This is an optimization exercise on Yosys and OpenROAD, whose aim is small area and few clock cycles per item, not a production implementation.
Only simulation tests tie the RTL to the original design; equivalence was not proved.
Power and IR drop assume default switching activity.

== alpha ==
## je_core
module je_core (
    input  wire        clk,
    input  wire        rst,         
    input  wire        in_valid,
    output wire        in_ready,
    input  wire [39:0] in_instr,    
    input  wire [9:0]  in_smp,      
    output reg         res_valid,
    output reg  [29:0] res_val,
    output wire [4:0]  res_flags    
);
For scale: about 5,400 cells after synthesis, ~90 I/O pins, ~52,000 um2 of cells after synthesis.
Settings: LEC_CHECK=0, ABC_AREA=1, CAP_MARGIN=20, CORE_MARGIN=2, CORE_UTILIZATION=70, CTS_BUF_LIST=sky130_fd_sc_hd__clkbuf_8, SLEW_MARGIN=20; clock period 20.0 ns.
run.sh (not shown) runs the stock make flow with config.mk's settings and CLKGATE_MAP_FILE= SYNTH_SCRIPT=/design/flow/synth_recipe.tcl, a recipe that flattens the netlist after the stock synthesis.
Testbench counts of alpha, summed over its fixed seeds: cycles 24,284, items 24,000.
Setup changes, alpha to delta
--- a/flow/design.v
+++ b/flow/design.v
@@ -86,14 +86,31 @@
                 rinc30[k] = u[k] ^ c;
                 c = u[k] & c;
             end
         end
     endfunction
     wire [5:0] idx   = (k2 == K_V) ? v_p[5:0] : 6'd0;
-    wire [12:0] waddr_t = radd12({6'd0, idx}, {6'd0, s3[5:0]}, 1'b0);
-    wire [5:0]  waddr   = waddr_t[5:0];
+    function [5:0] cla6;
+        input [5:0] u, v;
+        reg [5:0] g, pr, c;
+        reg       t;
+        integer i, j, k;
+        begin
+            g = u & v; pr = u ^ v;
+            for (i = 0; i < 6; i = i + 1) begin
+                c[i] = 1'b0;
+                for (j = 0; j < i; j = j + 1) begin
+                    t = g[j];
+                    for (k = j + 1; k < i; k = k + 1) t = t & pr[k];
+                    c[i] = c[i] | t;
+                end
+            end
+            cla6 = pr ^ c;
+        end
+    endfunction
+    wire [5:0]  waddr   = cla6(idx, s3[5:0]);
     wire       q_w   = (kq == K_W) && !imm;
     wire [5:0] wra   = is_ldw ? waddr :
                        (q_w && !(need2 && !ph_q)) ? qs[5:0] : s2[5:0];
     wire [9:0] w_rd  = w_q[wra*10 +: 10];
     reg [9:0] opa, qv;
     always @(*) begin
@@ -576,12 +593,16 @@
     wire        cs_c16 = cs_c8  ? cs_b1i[31] : cs_b1[31];
     wire        cs_c24 = cs_c16 ? cs_b2i[31] : cs_b2[31];
     wire [30:0] mac_c  = {cs_c24 ? cs_b3i[30:24] : cs_b3[30:24],
                           cs_c16 ? cs_b2i[23:16] : cs_b2[23:16],
                           cs_c8  ? cs_b1i[15:8]  : cs_b1[15:8],
                           cs_b0[7:0]};
+    wire        mac_z  = ~|cs_b0[7:0] &
+                         (cs_c8  ? ~|cs_b1i[15:8]  : ~|cs_b1[15:8]) &
+                         (cs_c16 ? ~|cs_b2i[23:16] : ~|cs_b2[23:16]) &
+                         (cs_c24 ? ~|cs_b3i[30:24] : ~|cs_b3[30:24]);
     wire [29:0] prod30 = mac_c[29:0];           
     wire        mac_hi = !mac_c[30] && mac_c[29];
     wire        mac_lo = mac_c[30] && !mac_c[29];
     wire [29:0] mac_t  = mac_c[29:0];
     wire [29:0] mac_r  = mac_hi ? 30'h1FFFFFFF : mac_lo ? 30'h20000000 : mac_t[29:0];
     wire [4:0]  ashr_k = ((|opb[9:5]) || (opb[4:0] > 5'd28)) ? 5'd29 : opb[4:0];
@@ -671,17 +692,19 @@
                          ({10{sw_w}}   & w_rd) |
                          ({10{sw_add}} & add_w) |
                          ({10{sw_and}} & (opa & opb)) |
                          ({10{sw_xor}} & (opa ^ opb)) |
                          ({10{sw_sh}}  & sh_r) |
                          ({10{sw_ast}} & ast_r);
+    wire [29:0] acc_o  = ({30{sa_ldi}}  & ldi_r) |
+                         ({30{sa_ashr}} & ashr_r);
     wire [29:0] acc_r  = ({30{sa_mm}}   & mac_r) |
                          ({30{sa_ldi}}  & ldi_r) |
                          ({30{sa_ashr}} & ashr_r);
-    wire [29:0] any_r  = {acc_r[29:10], acc_r[9:0] | word_r};
-    wire fz_n   = end_visit ? 1'b0 : (nz_w || nz_a) ? (any_r == 30'd0) : fz_q;
+    wire [29:0] any_r  = {acc_o[29:10], acc_o[9:0] | word_r};
+    wire fz_n   = end_visit ? 1'b0 : (nz_w || nz_a) ? ((any_r == 30'd0) && (!sa_mm || mac_z)) : fz_q;
     wire fn_n   = end_visit ? 1'b0 : nz_w ? word_r[9] : nz_a ? acc_r[29] : fn_q;
     wire fc_n   = end_visit ? 1'b0 : c_wr ? c_new : fc_q;
     wire fv_n   = end_visit ? 1'b0 : v_wr ? v_new : fv_q;
     wire fsat_n = end_visit ? 1'b0 : fsat_q | (sat_or & v_new);
     wire        clr_va = rst || (go && end_visit);
     wire [9:0]  vdat   = word_r;       
Results
Both conditions hold for delta: the flow ran to the end and the final layout passed the timing, DRC and antenna checks.
No stage failed in alpha, and the final checks on the layout all came back clean.
Between alpha and delta, the power share of the sequential group figures differ only marginally.
Relative to alpha, the amount of wire on met2 after detailed routing measured on delta has increased by a few percent.
Of delta and alpha, alpha shows the lower met3 wire length, with delta above it.
Compared with alpha, in delta share of final layout cell area taken by clock buffers and inverters fell by 0.15 points; die width flat; worst setup slack decreased 0.13 ns; critical path depth +11.
Summary of the comparison: global-route usage is higher in delta, relative to alpha.
Number of standard cells after synthesis (delta vs. alpha) increases slightly
Compared to alpha, delta leaves more free space in the core.
Higher layout multi-input combinational cell count was reported by delta, not alpha.
Testbench counts of delta, summed over its fixed seeds: cycles 24,284, items 24,000.

-- static timing again, ports no longer ideal --
Ports are ideal in the flow. The routed layouts listed here were re-timed in OpenROAD.
Step 1 sets driving cells, clkbuf_16 on the clock port and buf_2 on the other inputs (assumed; they add their load-dependent delay and slew).
Step 2 moves the port delays by t, midway between the first and last clock arrival at a register: inputs arrive t later, outputs are due t later. That takes back most of the time a late clock gives input paths.
Slacks: no drivers / after step 1 / after step 2; pairs: no drivers / after step 1.
run	shift t [ns]	setup slack, ns	worst setup path at the end
alpha	0.896	0.623 / 0.674 / -0.222	input to register
delta	0.907	0.489 / 0.532 / -0.375	input to register
Met with ideal ports but missed after step 2: setup timing in alpha and delta. For delta, which loses most, drivers alone change the setup slack by +0.043 ns; drivers and shift together by -0.864 ns.
